Context: an optimization exercise on an open-source flow, tuned for small area, a short achievable clock period and few clock cycles per item. The choices shown serve that exercise and are no tape-out recipe. Where RTL was checked, it was by simulation tests only, not by an equivalence proof against the original. Only the layout flow was run in runs 5 to 7; the RTL was not checked for function there. Power and IR drop assume default switching activity.

==> flow/design.v, too long to show whole: its modules and the start of the top module <==
// module aligned_sum16: 287 lines
// module mul_tree_a: 1637 lines
// module mul_tree_b: 194 lines
module aligned_sum16 (
    input  wire        clk,
    input  wire        rst,           
    input  wire        in_valid,
    output wire        in_ready,
    input  wire [31:0] in_a,
    input  wire [31:0] in_b,
    output reg         out_valid,
    output reg  [31:0] out_result,
    output reg  [5:0]  out_flush,     
    output wire [4:0]  out_inf        
);
  // ...
==> flow/flow/run.sh <==
#!/bin/bash
# The standard layout (standard.sh: ORFS from synthesis to the final layout) with two
# changes to how the layout is made; the SDC, the clock period and the steps are the standard
# ones:
#  - the clock tree uses larger sink clusters and no dummy loads, which saves clock buffers.
# ORFS writes each step's full log under orfs/logs/; make's own output goes to flow_standard.log.
set -euo pipefail
bash standard.sh \
  SETUP_SLACK_MARGIN=10 \
  "CTS_ARGS=-sink_clustering_enable -repair_clock_nets -dont_use_dummy_load -sink_clustering_size 25 -sink_clustering_max_diameter 80" \
  finish > flow_standard.log 2>&1
==> flow/standard.sh <==
#!/bin/bash
# synth_recipe.tcl (not shown) runs the flow's synth.tcl, then flattens the netlist and writes it again
# the make line also repeats each setting of config.mk as NAME=value (left out here)
make -C /OpenROAD-flow-scripts/flow DESIGN_CONFIG=/design/flow/config.mk WORK_HOME=/design/flow/orfs CLKGATE_MAP_FILE= SYNTH_SCRIPT=/design/flow/synth_recipe.tcl "${@:-finish}"
==> flow/config.mk <==
export PLATFORM = sky130hd
export DESIGN_NAME = aligned_sum16
export DESIGN_NICKNAME = aligned_sum16
export VERILOG_FILES = /design/flow/design.v
export SDC_FILE = /design/flow/constraint.sdc
export NUM_CORES = 4
export LEC_CHECK = 0
export ABC_AREA = 1
export CAP_MARGIN = 20
export CORE_MARGIN = 2
export CORE_UTILIZATION = 60
export SETUP_SLACK_MARGIN = 5
export SLEW_MARGIN = 20
==> flow/constraint.sdc <==
create_clock -name core_clock -period 14.0 [get_ports {clk}]
set_input_delay 2.8000 -clock core_clock [delete_from_list [all_inputs] [get_ports {clk}]]
set_output_delay 2.8000 -clock core_clock [all_outputs]
set_load 0.01 [all_outputs]
==> metrics.md, run 1 <==
| Metric | Value |
|---|---|
| IO Count | `112` |
| Met1 WL | `46600 um` |
| Top-area cell type share of the netlist area | `0.420` |
| Most frequent cells in the layout | `dfxtp_1, inv_1, nand2_1, xor2_1, o22ai_1` |
| Wirelength per Cell | `17.7 um` |
| Worst path slowest cell | `edfxtp_1` |
| Count of final max-slew check failures | `0` |
| Synthesized instance count | `between 4000 and 5000` |
| Routability cong. | `0.931` |
| Post-synth top flop | `dfxtp_1` |
| Die H | `286 um` |
| Signal buffers | `approximately 160` |
| DRC | `0` |
| Post-Synth Adder-Cell Area | `0.153` |
| Mux contribution to synthesized area | `0.00589` |
| Top cell category | `flip-flops and latches` |
| Die W | `286 um` |
| Finished Core Util | `0.648` |
| PortBufs | `111` |
| Worst-Skew Late Latency | `0.68 ns` |
| Sequential fraction of the synthesis area | `0.487` |
| Simple-gate share of the synthesized area | `0.106` |
| WHS Path Cells | `0` |
| Clock transition at path regs | `approximately 0.090 ns` |
| ClkCell Share | `0.0265` |
| Layout cells sized above 1 | `0.0650` |
| Status | `timing/DRC/antenna clean` |
| Post-synth EDFFs | `107` |
| Crit path launch | `r_inf_cnt[3]` |
| Seq power | `0.00389 W` |
| Fin area | `between 50000 and 60000 sq um` |
| Largest register FFs | `576` |
| R2R cell count | `9` |
| Hold WS | `around 0.23 ns` |
| CTS buffer count | `54` |
| WS Path Type | `reg2out` |
| Vias in the first global route | `31100` |
| Pleak | `22.7 nW` |
| CTS tree | `done` |
| Fraction of area in registers | `0.457` |
Testbench counts, summed over its fixed seeds: cycles 5,304, sums 320.
==> run 2: changes to the inputs <==
--- a/flow/config.mk
+++ b/flow/config.mk
@@ -7,3 +7,2 @@
 export LEC_CHECK = 0
-export ABC_AREA = 1
 export CAP_MARGIN = 20
==> metrics.md, run 2 <==
| Metric | Value |
|---|---|
| Status | `timing/DRC/antenna clean (unchanged)` |
| Max_cap viols | `0 (unchanged)` |
| Critical Path, Cell by Cell | `dlygate4sd2_1 (was buf_2)` |
| Slew HR | `0.187 (was 0.327)` |
| Detailed Routing Iterations Pass 1 | `7 (was 6)` |
| Critical path launch point type | `flip-flop (unchanged)` |
| Largest Register | `ring (unchanged)` |
| WP data arrival | `1.16 ns (was 1.18 ns)` |
| # diodes | `0 (unchanged)` |
| WS Path Type | `reg2out (unchanged)` |
| Setup crit end kind | `output pin (unchanged)` |
| Buf+Inv Stages, Crit Path | `1 (unchanged)` |
| All-Layer GR Usage | `0.259 (was 0.256)` |
| Wirelength per Cell | `20.1 um (was 17.7 um)` |
| Setup TNS | `0 ns (unchanged)` |
| Biggest registers after layout | `ring: 576 flops, s1_r0: 47 flops (unchanged)` |
| Worst path slowest cell | `dfxtp_1 (was edfxtp_1)` |
| Worst-path maximum fanout | `1 (unchanged)` |
| Top-count cell post-synth | `dfxtp_1 (unchanged)` |
| Top cells by count, synth | `dfxtp_1, inv_1, xnor2_1 (was dfxtp_1, inv_1, nand2_1)` |
| Net count, final | `4809 (was 5344)` |
| Total routed wirelength | `108000 um (was 104000 um)` |
| CP top delay family | `flip-flops (unchanged)` |
| CTS tree | `done (unchanged)` |
| Sequential fraction of the synthesis area | `0.482 (was 0.487)` |
| Clock transition at path regs | `0.09 ns (about the same)` |
| Pin count of the biggest net entering global routing | `76 (was 94)` |
| Detail Route Antenna Nets | `0 (unchanged)` |
| Post-DP HPWL | `78200 um (was 76900 um)` |
| Initial antenna violation count | `4 (was 0)` |
| Post-synth top flop | `dfxtp_1 (unchanged)` |
| Final Worst Setup Slack | `10.04 ns (was 10.02 ns)` |
| Post-Syn Nets | `4787 (was 5330)` |
| Maximum vdd drop | `0.136 mV (was 0.133 mV)` |
| Largest register FFs | `576 (unchanged)` |
| Number of fill cells in the layout | `6492 (was 6542)` |
| Initial Util | `0.603 (was 0.606)` |
| Most frequent cells in the layout | `dfxtp_1, inv_1, xnor2_1, a22oi_1, fa_1 (was dfxtp_1, inv_1, nand2_1, xor2_1, o22ai_1)` |
| Avg Inst Size Synth | `11.3 sq um (was 9.90 sq um)` |
| DRT iter0 DRCs | `2514 (was 2236)` |
| Clock root buffer | `clkbuf_16 (unchanged)` |
| Clock skew | `0.122 ns (was 0.110 ns)` |
| Min Tclk post-route | `3.96 ns (was 3.98 ns)` |
| Final Setup Violations | `0 (unchanged)` |
| Die H | `288 um (was 286 um)` |
| Final Hold Viols | `0 (unchanged)` |
| IO Count | `112 (unchanged)` |
| H-tree Lvls | `2 (unchanged)` |
| P&R area growth vs syn | `7.38% (was 6.83%)` |
| Cell variety after synth | `96 (was 71)` |
| Worst-Skew Late Latency | `0.68 ns (about the same)` |
| FF+latch count, synth | `1110 (unchanged)` |
| Die footprint | `82800 sq um (was 82000 sq um)` |
| Yosys warning count | `2 (unchanged)` |
| Layout cells sized above 1 | `0.0764 (was 0.0650)` |
| Vias in the first global route | `30000 (was 31100)` |
| Pleak | `21.4 nW (was 22.7 nW)` |
| Remaining global-route overflow | `0 (unchanged)` |
| Max Clock Freq | `252 MHz (was 251 MHz)` |
| Post-synth ARST share | `0 (unchanged)` |
| Vias per cell | `5.68 (was 5.35)` |
| Post-synth EDFFs | `107 (unchanged)` |
| Top-area cell type share of the netlist area | `0.416 (was 0.420)` |
| Cell Rows | `104 (was 103)` |
| First-pass GRT wire length | `169000 um (was 167000 um)` |
| DRC | `0 (unchanged)` |
| Die W | `288 um (was 286 um)` |
| Final worst-path cycle share | `0.283 (was 0.284)` |
| CTS sink count | `1110 (unchanged)` |
| Worst-margin pin slew | `1.22 ns (was 1.01 ns)` |
| Clock buffer depth | `3 (unchanged)` |
| Core area | `80200 sq um (was 78900 sq um)` |
| Routability cong. | `0.886 (was 0.931)` |
| Post-CTS Hold Buffers | `0 (unchanged)` |
| Routed via count | `30500 (was 31500)` |
| Hold crit path type | `reg2reg (unchanged)` |
| Post-synth top area cell | `dfxtp_1 (unchanged)` |
| CTS buffer count | `55 (was 54)` |
| Pre-CTS setup slack | `9.45 ns (was 9.33 ns)` |
| Synthesized instance count | `4288 (was 4831)` |
| Synth area leaders | `dfxtp_1, fa_1, edfxtp_1 (was dfxtp_1, fa_1, xor2_1)` |
| PortBufs | `111 (unchanged)` |
| Post-Syn Area | `48300 sq um (was 47800 sq um)` |
| Commonest non-fill, non-tap cell in the layout | `dfxtp_1 (unchanged)` |
| RSZ-0062 raised after global routing | `true (unchanged)` |
| Critical Path RT | `11.20 ns (about the same)` |
| Crit path largest cell delay | `0.29 ns (was 0.41 ns)` |
| P per Cell Area | `183 nW/um^2 (was 184 nW/um^2)` |
| Count of final max-slew check failures | `0 (unchanged)` |
[run 2: logic make-up (layout without fill, tap and decap cells)]
kind of cell	after synthesis	in the layout	share of synthesized area
buf+inv	577	595	0.0487
compound gates	768	768	0.108
mux	138	138	0.0414
simple gates	784	786	0.0815
fa+ha+maj	432	432	0.152
xor+xnor	479	479	0.0869
flops	1110	1110	0.482
[run 2: area by class of cell]
cell class	instances	area, sq um	area share
flip-flops and latches	1110	23300	0.450
multi-input cells	2603	22800	0.441
well taps	1060	1330	0.0256
repair buffers	186	1630	0.0315
repair inverters	1	5.00	0.0000965
clock buffers	55	1380	0.0265
inverters	353	1330	0.0257
[run 2: through the flow]
stage	cell area, sq um	hold slack (ns)	utilization	total power [W]	instances
floorplan	48300	0.310	-	0.00685	4288
global placement	50200	0.309	0.626	0.00784	5294
detailed placement	50200	0.312	0.626	0.00793	5295
CTS	51600	0.209	0.644	0.00955	5354
global route	51900	0.219	0.647	0.0102	5368
finish	51900	0.229	0.647	0.00950	5368
[run 2: repair_timing]
| action | in CTS | in global routing |
|---|---|---|
| resized for setup | 176 | 41 |
| pin swaps | 1 | 5 |
| setup endpoints to repair | 113 | 74 |
| setup buffers | 2 | 11 |
| gates cloned | 2 | 3 |
[run 2: power by group]
group,internal (W),switching [W]
registers,0.00367,0.000264
logic,0.00171,0.00225
clock network,0.000696,0.000910
[run 2: path summary, 6_finish.rpt]
path | from | depth (start not counted) | endpoint | slack, ns
max | out_result[21] | 1 | out_result[21] | 10.04
min | ring[8][4] | 0 | ring[7][4] | 0.23
max reg2reg | s0_two[3] | 8 | s1_r0[25] | 10.08
min reg2reg | ring[8][4] | 0 | ring[7][4] | 0.23
[run 2: worst reg2reg max path, stage by stage (launching register included)]
cell     delay, ns
dfxtp_1       1.13
a22oi_1       0.22
xnor2_1       0.23
fa_1          0.55
inv_1         0.07
fa_1          0.51
inv_1         0.06
fa_1          0.50
fa_1          0.49
[run 2: routing by layer]
layer / routed length, um / GRT usage
met2: 49500 / 0.420
met1: 48100 / 0.359
met4: 3590 / 0.0856
met5: 7 / 0
met3: 6540 / 0.0387
==> module aligned_sum16, before the edit <==
module aligned_sum16 (
    input  wire        clk,
    input  wire        rst,           
    input  wire        in_valid,
    output wire        in_ready,
    input  wire [31:0] in_a,
    input  wire [31:0] in_b,
    output reg         out_valid,
    output reg  [31:0] out_result,
    output reg  [5:0]  out_flush,     
    output wire [4:0]  out_inf        
);
    localparam [31:0] CANON_NAN = 32'h7fc0_0000;
    reg  [3:0]  cnt;                  
    reg  [15:0] rsv;                  
    reg         rsv_clr;              
    reg         rdy;                  
    wire        acc_in  = in_valid & in_ready;
    wire        in_last = (cnt == 4'd15);
    assign in_ready = rdy;
    always @(posedge clk) begin
        if (rst) begin
            cnt     <= 4'd0;
            rsv     <= 16'd0;
            rsv_clr <= 1'b0;
            rdy     <= 1'b1;
        end else begin
            if (acc_in) cnt <= cnt + 4'd1;
            rsv_clr <= acc_in & in_last;
            rdy     <= ~(rsv[4] & ~rsv_clr) | (acc_in & in_last);
            rsv <= {rsv[0] & ~rsv_clr, rsv[15:4] & {12{~rsv_clr}}, (rsv[3] & ~rsv_clr) | acc_in,
                    rsv[2:1] & {2{~rsv_clr}}};
        end
    end
    reg        s0_v, s0_first, s0_last;
    reg [31:0] s0_a;
    reg [31:23] s0_b;                 
    reg        s0_bfz;                
    reg [11:0] s0_one, s0_two, s0_neg;    
    wire [24:0] bb = {1'b1, in_b[22:0], 1'b0};
    reg  [11:0] d_one, d_two, d_neg;
    integer g;
    always @(*) begin
        for (g = 0; g < 12; g = g + 1) begin
            d_one[g] = bb[2*g+1] ^ bb[2*g];
            d_two[g] = (bb[2*g+2] & ~bb[2*g+1] & ~bb[2*g]) | (~bb[2*g+2] & bb[2*g+1] & bb[2*g]);
            d_neg[g] = bb[2*g+2];
        end
    end
    always @(posedge clk) begin
        s0_a <= in_a;
        s0_b <= in_b[31:23];
        s0_bfz <= (in_b[22:0] == 23'd0);
        s0_one <= d_one;
        s0_two <= d_two;
        s0_neg <= d_neg;
        s0_first <= (cnt == 4'd0);
        s0_last  <= in_last;
        s0_v     <= acc_in & ~rst;
    end
    wire [7:0] a_ex   = s0_a[30:23];
    wire [7:0] b_ex   = s0_b[30:23];
    wire       a_fz   = (s0_a[22:0] == 23'd0);
    wire       b_fz   = s0_bfz;
    wire       a_max  = (a_ex == 8'hff);
    wire       b_max  = (b_ex == 8'hff);
    wire       a_zero = (a_ex == 8'h00);              
    wire       b_zero = (b_ex == 8'h00);
    wire       a_nan  = a_max & ~a_fz;
    wire       b_nan  = b_max & ~b_fz;
    wire       a_inf  = a_max & a_fz;
    wire       b_inf  = b_max & b_fz;
    wire       p_nan  = a_nan | b_nan | (a_inf & b_zero) | (b_inf & a_zero);
    wire       p_inf  = ~p_nan & (a_inf | b_inf);
    wire       p_zero = ~p_nan & ~p_inf & (a_zero | b_zero);
    wire       p_fin  = ~p_nan & ~p_inf & ~p_zero;
    wire [1:0] p_sub  = {1'b0, a_zero & ~a_fz} + {1'b0, b_zero & ~b_fz};
    wire [8:0] e_sum  = {1'b0, a_ex} + {1'b0, b_ex};   
    wire [47:0] t_r0, t_r1, t_r2;
    mul_tree_a u_mula (.fa(s0_a[22:0]), .one(s0_one), .two(s0_two), .neg(s0_neg),
                       .r0(t_r0), .r1(t_r1), .r2(t_r2));
    reg        s1_v, s1_first, s1_last;
    reg        s1_sign, s1_nan, s1_inf, s1_zero, s1_fin;
    reg [1:0]  s1_sub;
    reg [8:0]  s1_c0;                 
    reg        s1_gt, s1_ge, s1_eq;   
    reg [47:0] s1_r0, s1_r1, s1_r2;   
    always @(posedge clk) begin
        s1_v     <= s0_v & ~rst;
        s1_first <= s0_first;
        s1_last  <= s0_last;
        s1_sign  <= s0_a[31] ^ s0_b[31];
        s1_nan   <= p_nan;
        s1_inf   <= p_inf;
        s1_zero  <= p_zero;
        s1_fin   <= p_fin;
        s1_sub   <= p_sub;
        s1_c0    <= e_sum + 9'd25;
        s1_gt    <= (e_sum > 9'd381);
        s1_ge    <= (e_sum >= 9'd381);
        s1_eq    <= (e_sum == 9'd381);
        s1_r0    <= t_r0;
        s1_r1    <= t_r1;
        s1_r2    <= t_r2;
    end
    wire [47:0] t_x, t_y;
    mul_tree_b u_mulb (.r0(s1_r0), .r1(s1_r1), .r2(s1_r2), .x(t_x), .y(t_y));
    wire [47:0] p     = t_x + t_y;
    wire        p_hi  = p[47];
    reg        s2_v, s2_first, s2_last;
    reg        s2_sign, s2_nan, s2_inf, s2_negz, s2_fin, s2_gt, s2_ge, s2_eq, s2_lnz;
    reg [1:0]  s2_sub;
    reg [8:0]  s2_c0;
    reg [27:0] s2_p;                  
    always @(posedge clk) begin
        s2_v     <= s1_v & ~rst;
        s2_first <= s1_first;
        s2_last  <= s1_last;
        s2_sign  <= s1_sign;
        s2_nan   <= s1_nan;
        s2_inf   <= s1_inf;
        s2_negz  <= s1_zero & s1_sign;
        s2_fin   <= s1_fin;
        s2_gt    <= s1_gt;
        s2_ge    <= s1_ge;
        s2_eq    <= s1_eq;
        s2_lnz   <= (p[19:0] != 20'd0);
        s2_sub   <= s1_sub;
        s2_c0    <= s1_c0;
        s2_p     <= p[47:20];
    end
    wire        w_hi   = s2_p[27];                  
    wire [25:0] w_m    = w_hi ? s2_p[26:1] : s2_p[25:0];
    wire [8:0]  w_c    = s2_c0 + {8'd0, w_hi};
    wire       w_ovf  = s2_fin & (w_hi ? s2_ge
                                       : (s2_gt | (s2_eq & (&s2_p[26:3]) &
                                                   ((|s2_p[2:0]) | s2_lnz))));
    wire       w_keep = s2_fin & ~w_ovf;
    wire [8:0] w_code = w_keep ? w_c : 9'd0;
    wire       w_infp = (s2_inf | w_ovf) & ~s2_sign;
    wire       w_infn = (s2_inf | w_ovf) & s2_sign;
    reg [35:0] ring [0:15];           
    integer k;
    always @(posedge clk) begin
        for (k = 0; k < 15; k = k + 1)
            ring[k] <= ring[k + 1];
        ring[15] <= s2_v ? {s2_sign, w_code, w_m} : ring[0];
    end
    reg        f_nan, f_infp, f_infn, f_nz, f_negz;
    reg [8:0]  f_e;
    reg [5:0]  f_flush;
    reg [4:0]  f_inf;
    wire       n_nan   = (s2_first ? 1'b0 : f_nan)  | s2_nan;
    wire       n_infp  = (s2_first ? 1'b0 : f_infp) | w_infp;
    wire       n_infn  = (s2_first ? 1'b0 : f_infn) | w_infn;
    wire       n_nz    = (s2_first ? 1'b0 : f_nz)   | w_keep;
    wire       n_negz  = (s2_first ? 1'b1 : f_negz) & s2_negz;
    wire       w_gt    = w_keep & (w_hi ? (s2_c0 >= f_e) : (s2_c0 > f_e));
    wire [8:0] n_e     = (s2_first || w_gt) ? w_code : f_e;
    wire [5:0] n_flush = (s2_first ? 6'd0 : f_flush) + {4'd0, s2_sub};
    wire [4:0] n_inf   = (s2_first ? 5'd0 : f_inf) + {4'd0, w_ovf};
    always @(posedge clk) begin
        if (s2_v) begin
            f_nan   <= n_nan;
            f_infp  <= n_infp;
            f_infn  <= n_infn;
            f_nz    <= n_nz;
            f_negz  <= n_negz;
            f_e     <= n_e;
            f_flush <= n_flush;
            f_inf   <= n_inf;
        end
    end
    reg        k_nan, k_inf, k_infn, k_nz, k_negz;
    reg [8:0]  k_e;
    reg [5:0]  k_flush;
    reg [4:0]  k_inf_cnt;
    reg        k_act;
    reg [3:0]  k_cnt;
    always @(posedge clk) begin
        if (s2_v && s2_last) begin
            k_nan     <= n_nan | (n_infp & n_infn);
            k_inf     <= n_infp | n_infn;
            k_infn    <= n_infn;
            k_nz      <= n_nz;
            k_negz    <= n_negz;
            k_e       <= n_e;
            k_flush   <= n_flush;
            k_inf_cnt <= n_inf;
        end
        if (rst) begin
            k_act <= 1'b0;
            k_cnt <= 4'd0;
        end else if (s2_v && s2_last) begin
            k_act <= 1'b1;
            k_cnt <= 4'd0;
        end else if (k_act) begin
            k_cnt <= k_cnt + 4'd1;
            if (k_cnt == 4'd15) k_act <= 1'b0;
        end
    end
    wire        h_sign = ring[0][35];
    wire [8:0]  h_code = ring[0][34:26];
    wire [26:0] h_m    = {1'b1, ring[0][25:0]};
    wire [8:0]  h_sh   = k_e - h_code;
    wire [26:0] h_al   = (h_sh > 9'd26) ? 27'd0 : (h_m >> h_sh[4:0]);
    reg         c1_v, c1_first, c1_last, c1_sign;
    reg  [26:0] c1_m;                 
    always @(posedge clk) begin
        c1_v     <= k_act & ~rst;
        c1_first <= (k_cnt == 4'd0);
        c1_last  <= (k_cnt == 4'd15);
        c1_sign  <= h_sign;
        c1_m     <= h_al ^ {27{h_sign}};
    end
    reg  [31:0] acc;                  
    reg         acc_done;
    wire [31:0] acc_base = c1_first ? 32'd0 : acc;
    wire [31:0] acc_add  = {{5{c1_sign}}, c1_m};
    wire [32:0] acc_sum  = {acc_base, 1'b1} + {acc_add, c1_sign};    
    always @(posedge clk) begin
        if (c1_v) acc <= acc_sum[32:1];
        acc_done <= c1_v & c1_last & ~rst;
    end
    reg        r_nan, r_inf, r_infn, r_nz, r_negz;
    reg [8:0]  r_e;
    reg [5:0]  r_flush;
    reg [4:0]  r_inf_cnt;
    always @(posedge clk) begin
        if (k_act && k_cnt == 4'd15) begin
            r_nan     <= k_nan;
            r_inf     <= k_inf;
            r_infn    <= k_infn;
            r_nz      <= k_nz;
            r_negz    <= k_negz;
            r_e       <= k_e;
            r_flush   <= k_flush;
            r_inf_cnt <= k_inf_cnt;
        end
    end
    assign out_inf = r_inf_cnt;
    wire [30:0] mag = acc[31] ? (~acc[30:0] + 31'd1) : acc[30:0];
    reg  [4:0]  lz;                   
    integer j;
    always @(*) begin
        lz = 5'd31;
        for (j = 0; j < 31; j = j + 1)
            if (mag[j]) lz = 5'd30 - j[4:0];
    end
    reg        u1_v, u1_neg, u1_zero;
    reg [30:0] u1_mag;
    reg [4:0]  u1_lz;
    always @(posedge clk) begin
        u1_v    <= acc_done & ~rst;
        u1_neg  <= acc[31];
        u1_mag  <= mag;
        u1_lz   <= lz;
        u1_zero <= (acc == 32'd0);
    end
    wire [30:0] nrm    = u1_mag << u1_lz;
    wire        rnd_up = nrm[6] & ((|nrm[5:0]) | nrm[7]);
    wire        cy     = rnd_up & (&nrm[30:7]);           
    wire [24:0] qr     = {1'b0, nrm[30:7]} + {24'd0, rnd_up};
    wire [8:0]  top0   = r_e + 9'd4 - {4'd0, u1_lz};
    wire        over   = cy ? (top0 > 9'd405) : (top0 > 9'd406);
    wire        tiny   = cy ? (top0 < 9'd152) : (top0 < 9'd153);
    wire [7:0]  bexp   = cy ? (top0[7:0] - 8'd151) : (top0[7:0] - 8'd152);
    always @(posedge clk) begin
        out_valid <= u1_v & ~rst;
        out_flush <= r_flush;
        if (r_nan)
            out_result <= CANON_NAN;
        else if (r_inf)
            out_result <= {r_infn, 8'hff, 23'd0};
        else if (!r_nz)
            out_result <= {r_negz, 31'd0};
        else if (u1_zero)
            out_result <= 32'd0;
        else if (over)
            out_result <= {u1_neg, 8'hff, 23'd0};
        else if (tiny) begin
            out_result <= {u1_neg, 31'd0};
            out_flush  <= r_flush + 6'd1;
        end else
            out_result <= {u1_neg, bexp, qr[22:0]};
    end
endmodule
==> run 3: changes to the inputs <==
--- a/flow/design.v
+++ b/flow/design.v
@@ -242,20 +242,29 @@
     wire [30:0] mag = acc[31] ? (~acc[30:0] + 31'd1) : acc[30:0];
-    reg  [4:0]  lz;                   
-    integer j;
-    always @(*) begin
-        lz = 5'd31;
-        for (j = 0; j < 31; j = j + 1)
-            if (mag[j]) lz = 5'd30 - j[4:0];
-    end
-    reg        u1_v, u1_neg, u1_zero;
+    reg        u1_busy, u1_neg, u1_zero;
     reg [30:0] u1_mag;
-    reg [4:0]  u1_lz;
+    reg [4:0]  u1_lz;                 
+    wire       u1_v = u1_busy & (u1_mag[30] | u1_zero);    
     always @(posedge clk) begin
-        u1_v    <= acc_done & ~rst;
-        u1_neg  <= acc[31];
-        u1_mag  <= mag;
-        u1_lz   <= lz;
-        u1_zero <= (acc == 32'd0);
+        if (acc_done) begin
+            u1_neg  <= acc[31];
+            u1_zero <= (acc == 32'd0);
+            u1_mag  <= mag;
+            u1_lz   <= 5'd0;
+        end else if (u1_busy && !u1_v) begin
+            if (u1_mag[30:27] == 4'd0) begin
+                u1_mag <= {u1_mag[26:0], 4'd0};
+                u1_lz  <= u1_lz + 5'd4;
+            end else begin
+                u1_mag <= {u1_mag[29:0], 1'b0};
+                u1_lz  <= u1_lz + 5'd1;
+            end
+        end
+        if (rst)
+            u1_busy <= 1'b0;
+        else if (acc_done)
+            u1_busy <= 1'b1;
+        else if (u1_v)
+            u1_busy <= 1'b0;
     end
-    wire [30:0] nrm    = u1_mag << u1_lz;
+    wire [30:0] nrm    = u1_mag;
     wire        rnd_up = nrm[6] & ((|nrm[5:0]) | nrm[7]);
==> flow/flow/run.sh (replaced) <==
#!/bin/bash
# The standard layout (standard.sh: ORFS from synthesis to the final layout) with three
# changes to how the layout is made; the SDC, the clock period and the steps are the standard
# ones:
#  - the clock tree uses larger sink clusters and no dummy loads, which saves clock buffers;
#  - every input and output port still gets its own buffer, but a plain buf_1 instead of the
#    larger delay buffer ORFS picks by default (the repair may still resize it).
# ORFS writes each step's full log under orfs/logs/; make's own output goes to flow_standard.log.
set -euo pipefail
bash standard.sh \
  SETUP_SLACK_MARGIN=10 \
  "CTS_ARGS=-sink_clustering_enable -repair_clock_nets -dont_use_dummy_load -sink_clustering_size 30 -sink_clustering_max_diameter 80" \
  "BUFFER_PORTS_ARGS=-buffer_cell sky130_fd_sc_hd__buf_1" \
  finish > flow_standard.log 2>&1
--- a/flow/config.mk
+++ b/flow/config.mk
@@ -7,2 +7,3 @@
 export LEC_CHECK = 0
+export ABC_AREA = 1
 export CAP_MARGIN = 20
==> metrics.md, run 3 <==
| Metric | Value |
|---|---|
| H-tree Lvls | `2 (unchanged)` |
| Die W | `287 um (was 288 um)` |
| Detail Route Antenna Nets | `0 (unchanged)` |
| Largest register FFs | `576 (unchanged)` |
| Post-Syn Nets | `5373 (was 4787)` |
| Die H | `287 um (was 288 um)` |
| Post-CTS Hold Buffers | `0 (unchanged)` |
| RSZ-0062 raised after global routing | `true (unchanged)` |
| First-pass GRT wire length | `180000 um (was 169000 um)` |
| Max Clock Freq | `253 MHz (was 252 MHz)` |
| Setup crit end kind | `output pin (unchanged)` |
| CTS sink count | `1110 (unchanged)` |
| Yosys warning count | `2 (unchanged)` |
| Synthesized instance count | `4872 (was 4288)` |
| Clock skew | `0.0787 ns (was 0.122 ns)` |
| Worst-margin pin slew | `1.11 ns (was 1.22 ns)` |
| Biggest registers after layout | `ring: 576 flops, s1_r0: 47 flops (unchanged)` |
| Worst-path maximum fanout | `1 (unchanged)` |
| Initial antenna violation count | `3 (was 4)` |
| Detailed Routing Iterations Pass 1 | `7 (unchanged)` |
| Buf+Inv Stages, Crit Path | `1 (unchanged)` |
| Cell Rows | `103 (was 104)` |
| Critical Path RT | `11.20 ns (about the same)` |
| Slew HR | `0.260 (was 0.187)` |
| Vias per cell | `5.51 (was 5.68)` |
| Maximum vdd drop | `0.157 mV (was 0.136 mV)` |
| P per Cell Area | `198 nW/um^2 (was 183 nW/um^2)` |
| FF+latch count, synth | `1110 (unchanged)` |
| CTS buffer count | `50 (was 55)` |
| P&R area growth vs syn | `5.35% (was 7.38%)` |
| Worst R2R Setup Slack | `10.08 ns (about the same)` |
| PortBufs | `111 (unchanged)` |
| CTS tree | `done (unchanged)` |
| Post-synth EDFFs | `140 (was 107)` |
| Layout cells sized above 1 | `0.0391 (was 0.0764)` |
| Setup TNS | `0 ns (unchanged)` |
| Largest Register | `ring (unchanged)` |
| Pin count of the biggest net entering global routing | `55 (was 76)` |
| Avg Inst Size Synth | `9.84 sq um (was 11.3 sq um)` |
| Most frequent cells in the layout | `dfxtp_1, inv_1, nand2_1, nor2_1, xor2_1 (was dfxtp_1, inv_1, xnor2_1, a22oi_1, fa_1)` |
| Hold crit path type | `reg2reg (unchanged)` |
| Sequential fraction of the synthesis area | `0.493 (was 0.482)` |
| R2R cell count | `7 (was 8)` |
| Top-count cell post-synth | `dfxtp_1 (unchanged)` |
| Worst path depth | `1 (unchanged)` |
| Finished Core Util | `0.640 (was 0.647)` |
| Net count, final | `5382 (was 4809)` |
| Commonest non-fill, non-tap cell in the layout | `dfxtp_1 (unchanged)` |
| Clock transition at path regs | `0.10 ns (was 0.09 ns)` |
| # diodes | `0 (unchanged)` |
| Post-synth ARST share | `0 (unchanged)` |
| Count of final max-slew check failures | `0 (unchanged)` |
| Status | `timing/DRC/antenna clean (unchanged)` |
| Top-area cell type share of the netlist area | `0.405 (was 0.416)` |
| Routed via count | `32700 (was 30500)` |
| Synth area leaders | `dfxtp_1, fa_1, edfxtp_1 (unchanged)` |
| Worst-Skew Late Latency | `0.66 ns (was 0.68 ns)` |
| Pleak | `21.9 nW (was 21.4 nW)` |
| Crit path largest cell delay | `0.39 ns (was 0.29 ns)` |
| WHS Path Cells | `0 (unchanged)` |
| DRT iter0 DRCs | `2992 (was 2514)` |
| Die footprint | `82200 sq um (was 82800 sq um)` |
| Max_cap viols | `0 (unchanged)` |
| WS Path Type | `reg2out (unchanged)` |
| Min Tclk post-route | `3.96 ns (about the same)` |
| All-Layer GR Usage | `0.282 (was 0.259)` |
| DRC | `0 (unchanged)` |
| Post-synth top area cell | `dfxtp_1 (unchanged)` |
| Critical Path, Cell by Cell | `clkbuf_2 (was dlygate4sd2_1)` |
| Core area | `79000 sq um (was 80200 sq um)` |
| Worst path slowest cell | `edfxtp_1 (was dfxtp_1)` |
| Clock buffer depth | `3 (unchanged)` |
| Critical path launch point type | `flip-flop (unchanged)` |
| Final worst-path cycle share | `0.283 (about the same)` |
| Wirelength per Cell | `19.6 um (was 20.1 um)` |
| IO Count | `112 (unchanged)` |
| Vias in the first global route | `31700 (was 30000)` |
| Top cells by count, synth | `dfxtp_1, inv_1, nand2_1 (was dfxtp_1, inv_1, xnor2_1)` |
| Final Hold Viols | `0 (unchanged)` |
| CP top delay family | `flip-flops (unchanged)` |
| Post-Syn Area | `48000 sq um (was 48300 sq um)` |
| Remaining global-route overflow | `0 (unchanged)` |
| Clock root buffer | `clkbuf_16 (unchanged)` |
| Post-synth top flop | `dfxtp_1 (unchanged)` |
| Routability cong. | `0.974 (was 0.886)` |
| Total routed wirelength | `116000 um (was 108000 um)` |
| WP data arrival | `1.16 ns (about the same)` |
| Final Setup Violations | `0 (unchanged)` |
| Post-DP HPWL | `84400 um (was 78200 um)` |
| Cell variety after synth | `63 (was 96)` |
| Initial Util | `0.607 (was 0.603)` |
run 3: cell count changes after synthesis, moves of 64 or more:
cell / change
a22oi_1: -259
inv_1: +266
nand2_1: +375
nand3_1: +83
nor2_1: +139
nor2b_1: -64
o21ai_0: +171
o22ai_1: +285
xnor2_1: -303
xor2_1: +232
run 3: final timing paths:
path,startpoint,to
setup / recovery,r_inf_cnt[1],out_inf[1]
hold / removal,ring[15][16],ring[14][16]
setup reg to reg,s0_neg[6],s1_r0[24]
hold reg to reg,ring[15][16],ring[14][16]
run 3: logic make-up (layout without fill, tap and decap cells):
kind of cell | Yosys count | count (layout) | synth area share
flip-flops | 1110 | 1110 | 0.493
AND/OR/NAND/NOR | 1208 | 1208 | 0.108
multiplexers | 13 | 13 | 0.00290
buffers and inverters | 839 | 846 | 0.0664
XOR/XNOR | 408 | 408 | 0.0745
adder cells (fa/ha/maj) | 434 | 434 | 0.153
AO/OA/AOI/OAI | 860 | 860 | 0.102
run 3: power by group:
part	internal, W	switching [W]	total, W
clock network	0.000638	0.000918	0.00156
registers	0.00372	0.000211	0.00393
logic	0.00165	0.00285	0.00450
total	0.00601	0.00398	0.00999
run 3: metal layers:
layer | vias to the layer above | wire length, um | GRT usage
met5 | - | 0 | 0
met4 | 0 | 3720 | 0.0853
met3 | 262 | 9740 | 0.0568
met2 | 1334 | 49600 | 0.426
met1 | 15300 | 53400 | 0.410
li1 | 15800 | - | -
run 3: what timing repair did:
action | 4_1_cts | 5_1_grt
setup buffers | 0 | 0
cloned | 0 | 3
setup endpoints to repair | 24 | 37
resized for setup | 10 | 9
hold endpoints to repair | 0 | 0
run 3: metrics by stage:
step	hold WS (ns)	setup WS (ns)	total power (W)	instances	instance area [sq um]
3_5_place_dp	0.312	9.85	0.00841	5876	49200
2_1_floorplan	0.310	10.33	0.00704	4872	48000
6_report	0.264	10.04	0.00999	5929	50500
5_1_grt	0.242	9.99	0.0107	5929	50500
4_1_cts	0.250	9.99	0.00996	5926	50500
3_3_place_gp	0.310	9.98	0.00832	5876	49200
run 3: layout make-up:
class | count | area, sq um
inverters | 649 | 2460
flip-flops and latches | 1110 | 23600
multi-input cells | 2923 | 21200
clock buffers | 50 | 1250
fillers | 6500 | 28500
repair inverters | 3 | 15.0
repair buffers | 144 | 667
well taps | 1050 | 1310
Testbench counts of run 3, summed over its fixed seeds: cycles 5,313, sums 320.
==> run 4: changes to the inputs <==
--- a/flow/flow/run.sh
+++ b/flow/flow/run.sh
@@ -11,3 +11,3 @@
   SETUP_SLACK_MARGIN=10 \
-  "CTS_ARGS=-sink_clustering_enable -repair_clock_nets -dont_use_dummy_load -sink_clustering_size 30 -sink_clustering_max_diameter 80" \
+  "CTS_ARGS=-sink_clustering_enable -repair_clock_nets -dont_use_dummy_load -sink_clustering_size 25 -sink_clustering_max_diameter 80" \
   "BUFFER_PORTS_ARGS=-buffer_cell sky130_fd_sc_hd__buf_1" \
==> metrics.md, run 4 <==
| Metric | Value |
|---|---|
| Worst path slowest cell | `dfxtp_1 (was edfxtp_1)` |
| Worst-Skew Late Latency | `0.69 ns (was 0.66 ns)` |
| RSZ-0062 raised after global routing | `false (was true)` |
| Synth area leaders | `dfxtp_1, fa_1, edfxtp_1 (unchanged)` |
| WS Path Type | `reg2out (unchanged)` |
| # diodes | `0 (unchanged)` |
| Layout cells sized above 1 | `0.0405 (was 0.0391)` |
| Count of final max-slew check failures | `0 (unchanged)` |
| Post-synth top area cell | `dfxtp_1 (unchanged)` |
| Wirelength per Cell | `19.6 um (about the same)` |
| Clock transition at path regs | `0.09 ns (was 0.10 ns)` |
| Status | `timing/DRC/antenna clean (unchanged)` |
| FF+latch count, synth | `1110 (unchanged)` |
| Post-CTS Hold Buffers | `0 (unchanged)` |
| Top-count cell post-synth | `dfxtp_1 (unchanged)` |
| Post-DP HPWL | `84400 um (unchanged)` |
| Top cells by count, synth | `dfxtp_1, inv_1, nand2_1 (unchanged)` |
| Final worst-path cycle share | `0.282 (was 0.283)` |
| Clock skew | `0.112 ns (was 0.0787 ns)` |
| Final Setup Violations | `0 (unchanged)` |
| Setup TNS | `0 ns (unchanged)` |
| Post-Syn Area | `48000 sq um (unchanged)` |
| Detailed Routing Iterations Pass 1 | `6 (was 7)` |
| Worst-margin pin slew | `1.07 ns (was 1.11 ns)` |
| Commonest non-fill, non-tap cell in the layout | `dfxtp_1 (unchanged)` |
| Detail Route Antenna Nets | `0 (unchanged)` |
| P per Cell Area | `199 nW/um^2 (was 198 nW/um^2)` |
| Largest Register | `ring (unchanged)` |
| Max_cap viols | `0 (unchanged)` |
| Total routed wirelength | `116000 um (about the same)` |
| Net count, final | `5389 (was 5382)` |
| Slew HR | `0.283 (was 0.260)` |
| Clock buffer depth | `3 (unchanged)` |
| Post-Syn Nets | `5373 (unchanged)` |
| Die W | `287 um (unchanged)` |
| Vias per cell | `5.52 (was 5.51)` |
| Most frequent cells in the layout | `dfxtp_1, inv_1, nand2_1, nor2_1, xor2_1 (unchanged)` |
| PortBufs | `111 (unchanged)` |
| IO Count | `112 (unchanged)` |
| Routed via count | `32800 (was 32700)` |
| Cell Rows | `103 (unchanged)` |
| Yosys warning count | `2 (unchanged)` |
| CP top delay family | `flip-flops (unchanged)` |
| Min Tclk post-route | `3.95 ns (was 3.96 ns)` |
| All-Layer GR Usage | `0.282 (about the same)` |
| First-pass GRT wire length | `180000 um (about the same)` |
| P&R area growth vs syn | `5.72% (was 5.35%)` |
| DRT iter0 DRCs | `3018 (was 2992)` |
| Critical Path, Cell by Cell | `buf_1 (was clkbuf_2)` |
| Core area | `79000 sq um (unchanged)` |
| CTS buffer count | `57 (was 50)` |
| Setup bufs post-CTS | `0 (unchanged)` |
| H-tree Lvls | `2 (unchanged)` |
| Biggest registers after layout | `ring: 576 flops, s1_r0: 47 flops (unchanged)` |
| Post-synth EDFFs | `140 (unchanged)` |
| Routability cong. | `0.974 (unchanged)` |
| Cell variety after synth | `63 (unchanged)` |
| CTS tree | `done (unchanged)` |
| Fin area | `50700 sq um (was 50500 sq um)` |
| Post-DP Area | `49200 sq um (unchanged)` |
| Setup crit end kind | `output pin (unchanged)` |
| Die footprint | `82200 sq um (unchanged)` |
| Initial antenna violation count | `3 (unchanged)` |
| Post-synth ARST share | `0 (unchanged)` |
| Die H | `287 um (unchanged)` |
| Initial Util | `0.607 (unchanged)` |
| Synthesized instance count | `4872 (unchanged)` |
| Top-area cell type share of the netlist area | `0.405 (unchanged)` |
| Remaining global-route overflow | `0 (unchanged)` |
| Clock root buffer | `clkbuf_16 (unchanged)` |
| WP data arrival | `1.15 ns (was 1.16 ns)` |
| Maximum vdd drop | `0.126 mV (was 0.157 mV)` |
| DRC | `0 (unchanged)` |
| Hold crit path type | `reg2reg (unchanged)` |
| CTS sink count | `1110 (unchanged)` |
| Final Hold Viols | `0 (unchanged)` |
| Avg Inst Size Synth | `9.84 sq um (unchanged)` |
| Post-synth top flop | `dfxtp_1 (unchanged)` |
| Critical path launch point type | `flip-flop (unchanged)` |
| Max Clock Freq | `253 MHz (about the same)` |
| Largest register FFs | `576 (unchanged)` |
| Worst-path maximum fanout | `1 (unchanged)` |
| Vias in the first global route | `31900 (was 31700)` |
| Buf+Inv Stages, Crit Path | `1 (unchanged)` |
| Number of fill cells in the layout | `6482 (was 6500)` |
| Crit path largest cell delay | `0.35 ns (was 0.39 ns)` |
| Critical Path RT | `11.20 ns (about the same)` |
| Sequential fraction of the synthesis area | `0.493 (unchanged)` |
| Pleak | `21.9 nW (about the same)` |
| Pin count of the biggest net entering global routing | `55 (unchanged)` |
## run 4: kinds of logic after synthesis
family | after synthesis | synth area share
multiplexers | 13 | 0.00290
XOR/XNOR | 408 | 0.0745
adder cells (fa/ha/maj) | 434 | 0.153
AND/OR/NAND/NOR | 1208 | 0.108
AO/OA/AOI/OAI | 860 | 0.102
buffers and inverters | 839 | 0.0664
flip-flops | 1110 | 0.493
## run 4: power breakdown
part	switching [W]	internal, W	leakage [nW]	total [W]
Combinational	0.00284	0.00165	11.9	0.00449
Sequential	0.000210	0.00372	9.32	0.00393
Clock	0.000931	0.000720	0.702	0.00165
## run 4: worst paths after layout
check                                     from        endpoint  slack (ns)  cells past startpoint
worst max-delay path            out_result[11]  out_result[11]       10.05                      1
worst max register to register       s0_neg[6]       s1_r0[22]       10.14                      7
worst min-delay path              ring[15][16]    ring[14][16]        0.25                      0
worst min register to register    ring[15][16]    ring[14][16]        0.25                      0
## run 4: timing repair
action                                  CTS  global route
pin swaps                                 0             0
gates cloned                              0             3
gates resized for setup                   9            10
endpoints found under the setup margin   17            43
endpoints found under the hold margin     0             0
## run 4: cell type report
| class | count | area [sq um] | share of cell area |
|---|---|---|---|
| Timing Repair Buffer | 144 | 667 | 0.0132 |
| Clock buffer | 57 | 1430 | 0.0281 |
| Sequential cell | 1110 | 23600 | 0.466 |
| Inverter | 649 | 2470 | 0.0486 |
| Tap cell | 1050 | 1310 | 0.0259 |
| Timing Repair inverter | 3 | 15.0 | 0.000296 |
| Multi-Input combinational cell | 2923 | 21200 | 0.418 |
## run 4: layer usage
metal  share of wire  track usage
met5               0            0
met1            0.46        0.411
met3           0.083       0.0534
met2            0.43        0.426
met4           0.030       0.0871
## run 4: stage by stage
| stage | worst slack (ns) | util | total power [W] | hold slack, ns | instances |
|---|---|---|---|---|---|
| final | 10.05 | 0.642 | 0.0101 | 0.250 | 5936 |
| after floorplan | 10.33 | - | 0.00704 | 0.310 | 4872 |
| after global placement | 9.98 | 0.623 | 0.00832 | 0.310 | 5876 |
| after CTS | 10.00 | 0.641 | 0.0101 | 0.235 | 5933 |
| after detailed placement | 9.85 | 0.623 | 0.00841 | 0.312 | 5876 |
| after global routing | 10.00 | 0.642 | 0.0108 | 0.240 | 5936 |
==> run 5: changes to the inputs <==
--- a/flow/design.v
+++ b/flow/design.v
@@ -152,22 +152,21 @@
     reg [4:0]  f_inf;
-    wire       n_nan   = (s2_first ? 1'b0 : f_nan)  | s2_nan;
-    wire       n_infp  = (s2_first ? 1'b0 : f_infp) | w_infp;
-    wire       n_infn  = (s2_first ? 1'b0 : f_infn) | w_infn;
-    wire       n_nz    = (s2_first ? 1'b0 : f_nz)   | w_keep;
-    wire       n_negz  = (s2_first ? 1'b1 : f_negz) & s2_negz;
+    wire       w_first = s2_v & s2_first;
+    wire       n_nan   = (w_first ? 1'b0 : f_nan)  | (s2_v & s2_nan);
+    wire       n_infp  = (w_first ? 1'b0 : f_infp) | (s2_v & w_infp);
+    wire       n_infn  = (w_first ? 1'b0 : f_infn) | (s2_v & w_infn);
+    wire       n_nz    = (w_first ? 1'b0 : f_nz)   | (s2_v & w_keep);
+    wire       n_negz  = (w_first ? 1'b1 : f_negz) & (~s2_v | s2_negz);
     wire       w_gt    = w_keep & (w_hi ? (s2_c0 >= f_e) : (s2_c0 > f_e));
-    wire [8:0] n_e     = (s2_first || w_gt) ? w_code : f_e;
-    wire [5:0] n_flush = (s2_first ? 6'd0 : f_flush) + {4'd0, s2_sub};
-    wire [4:0] n_inf   = (s2_first ? 5'd0 : f_inf) + {4'd0, w_ovf};
-    always @(posedge clk) begin
-        if (s2_v) begin
-            f_nan   <= n_nan;
-            f_infp  <= n_infp;
-            f_infn  <= n_infn;
-            f_nz    <= n_nz;
-            f_negz  <= n_negz;
-            f_e     <= n_e;
-            f_flush <= n_flush;
-            f_inf   <= n_inf;
-        end
+    wire [8:0] n_e     = (w_first || (s2_v && w_gt)) ? w_code : f_e;
+    wire [5:0] n_flush = (w_first ? 6'd0 : f_flush) + {4'd0, s2_sub & {2{s2_v}}};
+    wire [4:0] n_inf   = (w_first ? 5'd0 : f_inf) + {4'd0, s2_v & w_ovf};
+    always @(posedge clk) begin
+        f_nan   <= n_nan;
+        f_infp  <= n_infp;
+        f_infn  <= n_infn;
+        f_nz    <= n_nz;
+        f_negz  <= n_negz;
+        f_e     <= n_e;
+        f_flush <= n_flush;
+        f_inf   <= n_inf;
     end
@@ -221,3 +220,3 @@
     always @(posedge clk) begin
-        if (c1_v) acc <= acc_sum[32:1];
+        acc <= acc_sum[32:1];       
         acc_done <= c1_v & c1_last & ~rst;
@@ -246,2 +245,3 @@
     wire       u1_v = u1_busy & (u1_mag[30] | u1_zero);    
+    wire       u1_by4 = (u1_mag[30:27] == 4'd0);
     always @(posedge clk) begin
@@ -250,13 +250,5 @@
             u1_zero <= (acc == 32'd0);
-            u1_mag  <= mag;
-            u1_lz   <= 5'd0;
-        end else if (u1_busy && !u1_v) begin
-            if (u1_mag[30:27] == 4'd0) begin
-                u1_mag <= {u1_mag[26:0], 4'd0};
-                u1_lz  <= u1_lz + 5'd4;
-            end else begin
-                u1_mag <= {u1_mag[29:0], 1'b0};
-                u1_lz  <= u1_lz + 5'd1;
-            end
         end
+        u1_mag <= acc_done ? mag : (u1_by4 ? {u1_mag[26:0], 4'd0} : {u1_mag[29:0], 1'b0});
+        u1_lz  <= acc_done ? 5'd0 : (u1_lz + (u1_by4 ? 5'd4 : 5'd1));
         if (rst)
==> metrics.md, run 5 <==
| Metric | Value |
|---|---|
| Status | `timing/DRC/antenna clean (unchanged)` |
| P_sw | `0.00444 W (was 0.00398 W)` |
| Total routed wirelength | `114000 um (was 116000 um)` |
| CTS tree | `done (unchanged)` |
| Internal power | `0.00631 W (was 0.00609 W)` |
| Sequential fraction of the synthesis area | `0.479 (was 0.493)` |
| Die W | `285 um (was 287 um)` |
| P per Cell Area | `214 nW/um^2 (was 199 nW/um^2)` |
| PortBufs | `111 (unchanged)` |
| Avg Inst Size Synth | `9.53 sq um (was 9.84 sq um)` |
| Min Tclk post-route | `4.01 ns (was 3.95 ns)` |
| Clock buffer depth | `3 (unchanged)` |
| Detail Route Antenna Nets | `0 (unchanged)` |
| Flop pwr share | `0.381 (was 0.390)` |
| Top cells by count, synth | `dfxtp_1, nand2_1, inv_1 (was dfxtp_1, inv_1, nand2_1)` |
| Critical path launch point type | `flip-flop (unchanged)` |
| Clock skew | `0.0878 ns (was 0.112 ns)` |
| Post-Syn Area | `47500 sq um (was 48000 sq um)` |
| Detailed Routing Iterations Pass 1 | `6 (unchanged)` |
| Post-synth EDFFs | `52 (was 140)` |
| Number of fill cells in the layout | `6716 (was 6482)` |
| Fin cells | `6039 (was 5936)` |
| Most frequent cells in the layout | `dfxtp_1, nand2_1, inv_1, nor2_1, xor2_1 (was dfxtp_1, inv_1, nand2_1, nor2_1, xor2_1)` |
| Fin area | `50200 sq um (was 50700 sq um)` |
| # diodes | `0 (unchanged)` |
| Final Setup Violations | `0 (unchanged)` |
| CTS buffer count | `55 (was 57)` |
| Synth area leaders | `dfxtp_1, fa_1, xor2_1 (was dfxtp_1, fa_1, edfxtp_1)` |
| Maximum vdd drop | `0.127 mV (was 0.126 mV)` |
| Clock transition at path regs | `0.09 ns (about the same)` |
| Critical Path RT | `14.44 ns (was 11.20 ns)` |
| Wirelength per Cell | `18.9 um (was 19.6 um)` |
| Setup TNS | `0 ns (unchanged)` |
| Yosys warning count | `2 (unchanged)` |
| IO Count | `112 (unchanged)` |
| H-tree Lvls | `2 (unchanged)` |
| Post-Syn Nets | `5488 (was 5373)` |
| Final Hold Viols | `0 (unchanged)` |
| First-pass GRT wire length | `180000 um (about the same)` |
| Worst-path maximum fanout | `15 (was 1)` |
| Post-synth top flop | `dfxtp_1 (unchanged)` |
| Top-count cell post-synth | `dfxtp_1 (unchanged)` |
| Post-synth ARST share | `0 (unchanged)` |
| FF+latch count, synth | `1110 (unchanged)` |
| Cell variety after synth | `63 (unchanged)` |
| Pleak | `22.1 nW (was 21.9 nW)` |
| Largest register FFs | `576 (unchanged)` |
| Post-DP Area | `48700 sq um (was 49200 sq um)` |
| WS Path Type | `reg2reg (was reg2out)` |
| Max Clock Freq | `249 MHz (was 253 MHz)` |
| Max_cap viols | `0 (unchanged)` |
| Clock Power Share | `0.150 (was 0.164)` |
| Core area | `78700 sq um (was 79000 sq um)` |
| Clock root buffer | `clkbuf_16 (unchanged)` |
| Post-CTS Hold Buffers | `0 (unchanged)` |
| Count of final max-slew check failures | `0 (unchanged)` |
| Worst-Skew Late Latency | `0.68 ns (was 0.69 ns)` |
| Layout cells sized above 1 | `0.0377 (was 0.0405)` |
| Vias in the first global route | `32500 (was 31900)` |
| Net count, final | `5493 (was 5389)` |
| All-Layer GR Usage | `0.281 (was 0.282)` |
| Post-synth top area cell | `dfxtp_1 (unchanged)` |
| Slew HR | `0.241 (was 0.283)` |
| P&R area growth vs syn | `5.57% (was 5.72%)` |
| Pin count of the biggest net entering global routing | `55 (unchanged)` |
| Setup crit end kind | `flip-flop (was output pin)` |
| Largest Register | `ring (unchanged)` |
| Initial Util | `0.603 (was 0.607)` |
| Die H | `285 um (was 287 um)` |
| Biggest registers after layout | `ring: 576 flops, s1_r0: 47 flops (unchanged)` |
| Worst-margin pin slew | `1.13 ns (was 1.07 ns)` |
| Cell Rows | `103 (unchanged)` |
| Top-area cell type share of the netlist area | `0.446 (was 0.405)` |
| DRT iter0 DRCs | `2672 (was 3018)` |
| Commonest non-fill, non-tap cell in the layout | `dfxtp_1 (unchanged)` |
| Routed via count | `33200 (was 32800)` |
| Routability cong. | `0.971 (was 0.974)` |
| Synthesized instance count | `4986 (was 4872)` |
| Post-DP HPWL | `83700 um (was 84400 um)` |
| Crit path launch | `s0_neg[6] (was out_result[11])` |
| Hold Crit Start | `ring[13][23] (was ring[15][16])` |
| DRC | `0 (unchanged)` |
| Final worst-path cycle share | `0.286 (was 0.282)` |
| Initial antenna violation count | `2 (was 3)` |
| RSZ-0062 raised after global routing | `true (was false)` |
| Die footprint | `81500 sq um (was 82200 sq um)` |
| Reg2reg start | `s0_neg[6] (unchanged)` |
| Remaining global-route overflow | `0 (unchanged)` |
| Vias per cell | `5.49 (was 5.52)` |
| CTS sink count | `1110 (unchanged)` |
| Combinational power share | `0.469 (was 0.446)` |
| Placed cells | `5978 (was 5876)` |
| Switching part of the total | `0.413 (was 0.395)` |
| Hold crit path type | `reg2reg (unchanged)` |
| WP data arrival | `4.45 ns (was 1.15 ns)` |
==> run 5: kinds of logic (layout without fill, tap and decap cells) <==
family / Yosys count / after routing / share of synthesized area
adders and majority gates: 435 / 435 / 0.155
buffers and inverters: 845 / 845 / 0.0680
DFF: 1110 / 1110 / 0.479
and+or+nand+nor: 1371 / 1374 / 0.125
xor gates and xnor gates: 383 / 383 / 0.0710
muxes: 14 / 14 / 0.00316
AOI/OAI and AO/OA: 828 / 828 / 0.0992
==> run 5: path summary, 6_finish.rpt <==
kind / cells after the start / to / slack (ns)
hold reg to reg: 0 / ring[12][23] / 0.25
hold / removal: 0 / ring[12][23] / 0.25
setup / recovery: 7 / s1_r0[26] / 9.99
setup reg to reg: 7 / s1_r0[26] / 9.99
==> run 5: area by class of cell <==
type / count / area (sq um) / share of cell area
well taps: 1050 / 1310 / 0.0262
inverters: 645 / 2450 / 0.0488
repair buffers: 145 / 693 / 0.0138
clock buffers: 55 / 1380 / 0.0274
multi-input cells: 3034 / 21600 / 0.430
flip-flops and latches: 1110 / 22700 / 0.453
==> run 5: metal layers <==
metal | track usage | share of wire
met5 | 0 | 0
met4 | 0.0829 | 0.031
met3 | 0.0580 | 0.083
met2 | 0.423 | 0.42
met1 | 0.410 | 0.46
==> run 5: critical path, stage by stage (launching register included) <==
cell	delay [ns]
dfxtp_1	0.94
inv_2	0.51
xor2_1	0.30
fa_1	0.55
fa_1	0.49
inv_1	0.06
fa_1	0.50
fa_1	0.50
==> run 5: timing repair <==
item                       in CTS  in global routing
gates resized for setup         8                  9
gates cloned                    3                  0
buffers inserted                2                  0
setup endpoints to repair      38                 57
pin swaps                       3                  0
==> run 5: per-stage QoR <==
stage | total power [W] | hold WS (ns) | setup slack (ns) | utilization
after floorplan | 0.00760 | 0.310 | 10.33 | -
after global placement | 0.00901 | 0.310 | 9.79 | 0.618
after detailed placement | 0.00910 | 0.312 | 9.75 | 0.618
after CTS | 0.0107 | 0.240 | 10.0 | 0.636
after global routing | 0.0116 | 0.244 | 10.0 | 0.637
final | 0.0108 | 0.251 | 9.99 | 0.637
==> run 5: power by group through the flow <==
stage	registers, W	clock network, W	logic, W
floorplan	0.00405	0	0.00356
global placement	0.00416	0	0.00485
detailed placement	0.00417	0	0.00493
CTS	0.00410	0.00167	0.00497
global route	0.00416	0.00177	0.00569
finish	0.00410	0.00162	0.00504
==> run 6: changes to the inputs <==
--- a/flow/flow/run.sh
+++ b/flow/flow/run.sh
@@ -10,3 +10,3 @@
 bash standard.sh \
-  SETUP_SLACK_MARGIN=10 \
+  SETUP_SLACK_MARGIN=9.8 \
   "CTS_ARGS=-sink_clustering_enable -repair_clock_nets -dont_use_dummy_load -sink_clustering_size 25 -sink_clustering_max_diameter 80" \
==> metrics.md, run 6 <==
| Metric | Value |
|---|---|
| Status | `timing/DRC/antenna clean (unchanged)` |
| Initial Util | `0.603 (unchanged)` |
| Die H | `285 um (unchanged)` |
| Sequential fraction of the synthesis area | `0.479 (unchanged)` |
| Worst-path maximum fanout | `26 (was 15)` |
| Worst-Skew Late Latency | `0.68 ns (about the same)` |
| CTS buffer count | `55 (unchanged)` |
| Gr busiest metal | `met2 (unchanged)` |
| Net count, final | `5493 (unchanged)` |
| Maximum vdd drop | `0.127 mV (about the same)` |
| Max Clock Freq | `245 MHz (was 249 MHz)` |
| Post-synth top area cell | `dfxtp_1 (unchanged)` |
| Worst R2R Setup Slack | `9.91 ns (was 9.99 ns)` |
| FF+latch count, synth | `1110 (unchanged)` |
| DRT iter0 DRCs | `2992 (was 2672)` |
| Clock root buffer | `clkbuf_16 (unchanged)` |
| Top-area cell type share of the netlist area | `0.446 (unchanged)` |
| Top-count cell post-synth | `dfxtp_1 (unchanged)` |
| Critical path launch point type | `flip-flop (unchanged)` |
| Vias in the first global route | `32400 (was 32500)` |
| Met2 usage in global routing | `0.422 (was 0.423)` |
| Largest register FFs | `576 (unchanged)` |
| Yosys warning count | `2 (unchanged)` |
| All-Layer GR Usage | `0.280 (was 0.281)` |
| Detail Route Antenna Nets | `0 (unchanged)` |
| Total routed wirelength | `114000 um (about the same)` |
| Pin count of the biggest net entering global routing | `55 (unchanged)` |
| Core area | `78700 sq um (unchanged)` |
| Critical Path RT | `14.44 ns (about the same)` |
| WP data arrival | `4.53 ns (was 4.45 ns)` |
| Post-synth top flop | `dfxtp_1 (unchanged)` |
| DRC | `0 (unchanged)` |
| Finished Core Util | `0.637 (about the same)` |
| Post-DP HPWL | `83700 um (unchanged)` |
| Cell Rows | `103 (unchanged)` |
| Top cells by count, synth | `dfxtp_1, nand2_1, inv_1 (unchanged)` |
| Die footprint | `81500 sq um (unchanged)` |
| First-pass GRT wire length | `180000 um (about the same)` |
| Post-synth ARST share | `0 (unchanged)` |
| Clock skew | `0.0901 ns (was 0.0878 ns)` |
| P&R area growth vs syn | `5.56% (was 5.57%)` |
| R2R cell count | `8 (was 7)` |
| RSZ-0062 raised after global routing | `false (was true)` |
| Crit path launch | `s0_a[14] (was s0_neg[6])` |
| Reg2reg start | `s0_a[14] (was s0_neg[6])` |
| Number of fill cells in the layout | `6710 (was 6716)` |
| PortBufs | `111 (unchanged)` |
| H-tree Lvls | `2 (unchanged)` |
| Clock buffer depth | `3 (unchanged)` |
| Final Setup Violations | `0 (unchanged)` |
| WHS Path Cells | `0 (unchanged)` |
| Final worst-path cycle share | `0.292 (was 0.286)` |
| Final Hold Viols | `0 (unchanged)` |
| Hold crit path type | `reg2reg (unchanged)` |
| Clock transition at path regs | `0.09 ns (about the same)` |
| CTS tree | `done (unchanged)` |
| Count of final max-slew check failures | `0 (unchanged)` |
| Post-CTS Hold Buffers | `0 (unchanged)` |
| IO Count | `112 (unchanged)` |
| Routed via count | `33200 (about the same)` |
| Vias per cell | `5.49 (about the same)` |
| # diodes | `0 (unchanged)` |
| Setup crit end kind | `flip-flop (unchanged)` |
| Cell variety after synth | `63 (unchanged)` |
| Min Tclk post-route | `4.09 ns (was 4.01 ns)` |
| Wirelength per Cell | `18.9 um (about the same)` |
| P per Cell Area | `214 nW/um^2 (about the same)` |
| Largest Register | `ring (unchanged)` |
| CTS sink count | `1110 (unchanged)` |
| Biggest registers after layout | `ring: 576 flops, s1_r0: 47 flops (unchanged)` |
| Avg Inst Size Synth | `9.53 sq um (unchanged)` |
| Met3 usage | `0.0579 (was 0.0580)` |
| Layout cells sized above 1 | `0.0365 (was 0.0377)` |
| Synth area leaders | `dfxtp_1, fa_1, xor2_1 (unchanged)` |
| Post-Syn Area | `47500 sq um (unchanged)` |
| Crit Reg-Reg Endpoint | `s1_r0[27] (was s1_r0[26])` |
| Max_cap viols | `0 (unchanged)` |
| Routability cong. | `0.971 (unchanged)` |
| Commonest non-fill, non-tap cell in the layout | `dfxtp_1 (unchanged)` |
| Post-synth EDFFs | `52 (unchanged)` |
| Slew HR | `0.205 (was 0.241)` |
| Initial antenna violation count | `2 (unchanged)` |
| WS Path Type | `reg2reg (unchanged)` |
| Pleak | `22.2 nW (was 22.1 nW)` |
| Remaining global-route overflow | `0 (unchanged)` |
| Synthesized instance count | `4986 (unchanged)` |
| Die W | `285 um (unchanged)` |
| Post-Syn Nets | `5488 (unchanged)` |
| Most frequent cells in the layout | `dfxtp_1, nand2_1, inv_1, nor2_1, xor2_1 (unchanged)` |
| Setup TNS | `0 ns (unchanged)` |
| Worst-margin pin slew | `1.18 ns (was 1.13 ns)` |
| GR Layer Usage met1 | `0.409 (was 0.410)` |
| Critical Path Sink | `s1_r0[27] (was s1_r0[26])` |
| Detailed Routing Iterations Pass 1 | `6 (unchanged)` |
[run 6: cell types whose count changed in the layout (fill, tap and decap cells not counted), sizes merged]
cell,previous run,this run
clkbuf,56,55
buf,144,145
inv,629,630
clkinv,10,12
clkinvlp,6,3
[run 6: kinds of logic after synthesis]
| kind of cell | synth area share |
|---|---|
| AO/OA/AOI/OAI | 0.0992 |
| XOR/XNOR | 0.0710 |
| adder cells (fa/ha/maj) | 0.155 |
| buffers and inverters | 0.0680 |
| flip-flops | 0.479 |
| multiplexers | 0.00316 |
| AND/OR/NAND/NOR | 0.125 |
[run 6: worst min-delay path by stage]
stage            startpoint  slack, ns           end
2_1_floorplan    ring[1][0]       0.31    ring[0][0]
3_3_place_gp    ring[13][8]       0.31   ring[12][8]
3_5_place_dp   ring[12][21]       0.31  ring[11][21]
4_1_cts        ring[13][23]       0.24  ring[12][23]
5_1_grt        ring[13][23]       0.24  ring[12][23]
6_report       ring[13][23]       0.25  ring[12][23]
[run 6: per-stage QoR]
| stage | instance area [sq um] | total power, W | hold WS [ns] | setup WS, ns | instances |
|---|---|---|---|---|---|
| 2_1_floorplan | 47500 | 0.00760 | 0.310 | 10.33 | 4986 |
| 4_1_cts | 50100 | 0.0107 | 0.240 | 9.91 | 6034 |
| 5_1_grt | 50200 | 0.0116 | 0.245 | 9.81 | 6039 |
| 3_5_place_dp | 48700 | 0.00910 | 0.312 | 9.75 | 5978 |
| 3_3_place_gp | 48700 | 0.00901 | 0.310 | 9.79 | 5978 |
| 6_report | 50200 | 0.0107 | 0.250 | 9.91 | 6039 |
[run 6: area by class of cell]
cell class              count  area [sq um]  area share
clock buffers              55          1380      0.0274
inverters                 645          2430      0.0485
multi-input cells        3034         21600       0.430
flip-flops and latches   1110         22700       0.453
well taps                1050          1310      0.0262
repair buffers            145           704      0.0140
[run 6: what timing repair did]
item | 4_1_cts | 5_1_grt
pin swaps | 1 | 3
cloned | 1 | 2
buffers inserted | 0 | 2
resized for setup | 4 | 5
setup endpoints to repair | 29 | 32
[run 6: critical path: stages, from the launching register on]
cell and delay [ns]:
dfxtp_1 0.32, clkinv_1 0.90, o22ai_1 0.46, xor2_1 0.24, fa_1 0.47, fa_1 0.49
inv_1 0.05, fa_1 0.50, fa_1 0.49
[run 6: power by group]
group	internal, W	leakage (nW)	total (W)	switching, W
logic	0.00184	12.2	0.00503	0.00319
clock network	0.000696	0.678	0.00162	0.000919
registers	0.00378	9.26	0.00410	0.000323
[run 6: layer usage]
layer | part of all wire | routed length [um]
met5 | 0 | 0
met3 | 0.084 | 9600
met2 | 0.42 | 48200
met4 | 0.030 | 3430
met1 | 0.46 | 53100
==> run 7: changes to the inputs <==
--- a/flow/flow/run.sh
+++ b/flow/flow/run.sh
@@ -10,3 +10,3 @@
 bash standard.sh \
-  SETUP_SLACK_MARGIN=9.8 \
+  SETUP_SLACK_MARGIN=10.2 \
   "CTS_ARGS=-sink_clustering_enable -repair_clock_nets -dont_use_dummy_load -sink_clustering_size 25 -sink_clustering_max_diameter 80" \
==> metrics.md, run 7 <==
| Metric | Value |
|---|---|
| Post-DP HPWL | `83700 um (unchanged)` |
| Buf+Inv Stages, Crit Path | `1 (was 2)` |
| First-pass GRT wire length | `180000 um (about the same)` |
| # diodes | `0 (unchanged)` |
| Area of the multi-input gates | `21600 sq um (about the same)` |
| DRT iter0 DRCs | `2775 (was 2992)` |
| Maximum vdd drop | `0.127 mV (about the same)` |
| Largest register FFs | `576 (unchanged)` |
| Layout cells sized above 1 | `0.0549 (was 0.0365)` |
| FF/Latch Area | `22800 sq um (was 22700 sq um)` |
| Combinational family with the most area after synthesis | `adder cells (unchanged)` |
| Status | `timing/DRC/antenna clean (unchanged)` |
| CP top delay family | `flip-flops (was adder cells)` |
| Final Hold Viols | `0 (unchanged)` |
| Detail Route Antenna Nets | `0 (unchanged)` |
| Initial Util | `0.603 (unchanged)` |
| Critical Path RT | `11.20 ns (was 14.44 ns)` |
| Core area | `78700 sq um (unchanged)` |
| Clock buffer depth | `3 (unchanged)` |
| Pin count of the biggest net entering global routing | `55 (unchanged)` |
| Crit path largest cell delay | `0.39 ns (was 0.90 ns)` |
| RSZ-0062 raised after global routing | `true (was false)` |
| Avg Inst Size Synth | `9.53 sq um (unchanged)` |
| Post-synth top area cell | `dfxtp_1 (unchanged)` |
| Synth area leaders | `dfxtp_1, fa_1, xor2_1 (unchanged)` |
| Routability cong. | `0.971 (unchanged)` |
| Max Clock Freq | `254 MHz (was 245 MHz)` |
| CTS buffer count | `55 (unchanged)` |
| CTS sink count | `1110 (unchanged)` |
| H-tree Lvls | `2 (unchanged)` |
| Finished Core Util | `0.641 (was 0.637)` |
| Synthesized instance count | `4986 (unchanged)` |
| Slew HR | `0.252 (was 0.205)` |
| Die W | `285 um (unchanged)` |
| Most frequent cells in the layout | `dfxtp_1, nand2_1, inv_1, nor2_1, xor2_1 (unchanged)` |
| Remaining global-route overflow | `0 (unchanged)` |
| P&R area growth vs syn | `6.18% (was 5.56%)` |
| Yosys warning count | `2 (unchanged)` |
| All-Layer GR Usage | `0.281 (was 0.280)` |
| Routed via count | `33300 (was 33200)` |
| Setup crit end kind | `output pin (was flip-flop)` |
| Initial antenna violation count | `2 (unchanged)` |
| WS Path Type | `reg2out (was reg2reg)` |
| Post-Syn Nets | `5488 (unchanged)` |
| Mux contribution to synthesized area | `0.00316 (unchanged)` |
| Largest Register | `ring (unchanged)` |
| Critical path launch point type | `flip-flop (unchanged)` |
| Clock root buffer | `clkbuf_16 (unchanged)` |
| Worst-margin pin slew | `1.12 ns (was 1.18 ns)` |
[run 7: cell counts after synthesis]
No cell type changed its count.
[run 7: path summary, 6_finish.rpt]
path / from / endpoint / slack, ns / depth (start not counted)
setup reg to reg: s0_two[5] / s1_r0[23] / 10.16 / 9
hold reg to reg: ring[13][23] / ring[12][23] / 0.25 / 0
hold / removal: ring[13][23] / ring[12][23] / 0.25 / 0
setup / recovery: r_inf_cnt[2] / out_inf[2] / 10.06 / 1
[run 7: repair_timing]
action | CTS | global route
cloned | 3 | 9
gates resized for setup | 68 | 33
setup endpoints to repair | 102 | 85
setup buffers | 3 | 7
pin swaps | 3 | 0
[run 7: cells by family after synthesis]
family	after synthesis
AOI/OAI and AO/OA	828
xor gates and xnor gates	383
adders and majority gates	435
buffers and inverters	845
DFF	1110
muxes	14
and+or+nand+nor	1371
[run 7: per-stage QoR]
stage	instances	cell area [sq um]	power, W	setup slack, ns	hold WS [ns]
after floorplan	4986	47500	0.00760	10.33	0.310
after global placement	5978	48700	0.00901	9.79	0.310
after detailed placement	5978	48700	0.00910	9.75	0.312
after CTS	6039	50200	0.0107	10.0	0.240
after global routing	6056	50400	0.0116	10.0	0.244
final	6056	50400	0.0108	10.06	0.249
[run 7: area by class of cell]
| type | count | area share |
|---|---|---|
| tap | 1050 | 0.0260 |
| multi-input combinational | 3034 | 0.428 |
| timing repair buffer | 153 | 0.0174 |
| clock buffer | 55 | 0.0273 |
| inverter | 645 | 0.0491 |
| timing repair inverter | 9 | 0.000942 |
| sequential | 1110 | 0.451 |
[run 7: per-layer routing]
layer	share of wire	GRT usage	vias to the layer above
li1	-	-	16100
met1	0.46	0.410	15600
met2	0.42	0.422	1281
met3	0.086	0.0581	257
met4	0.031	0.0832	0
met5	0	0	-
[run 7: report_power, final]
part / internal (W) / switching, W / total, W
Combinational: 0.00184 / 0.00320 / 0.00505
Clock: 0.000696 / 0.000920 / 0.00162
Sequential: 0.00378 / 0.000326 / 0.00410

-- re-timing with driven ports --
In the flow no input, the clock included, has a driving cell. The finished layouts below were timed again as built, in two steps. Step 1: set_driving_cell puts a clkbuf_16 on clk and a buf_2 on each other input, an assumption about the parent block. Step 2, shift: input delay + t, output delay - t, t = (earliest + latest rising clock arrival at the registers) / 2. This alone moves slack from input paths to output paths. Slacks: ideal ports / drivers / drivers and shift; pairs: ideal ports / drivers.
run	t, ns	setup WS [ns]
run 1	0.695	10.018 / 9.948 / 9.686
run 2	0.682	10.040 / 9.972 / 9.654
run 3	0.691	10.043 / 9.976 / 10.066
run 4	0.697	10.049 / 9.983 / 10.065
run 5	0.694	9.989 / 9.988 / 9.989
run 6	0.693	9.910 / 9.910 / 9.910
run 7	0.695	10.056 / 9.988 / 10.043
After both steps every run listed still meets setup and hold.
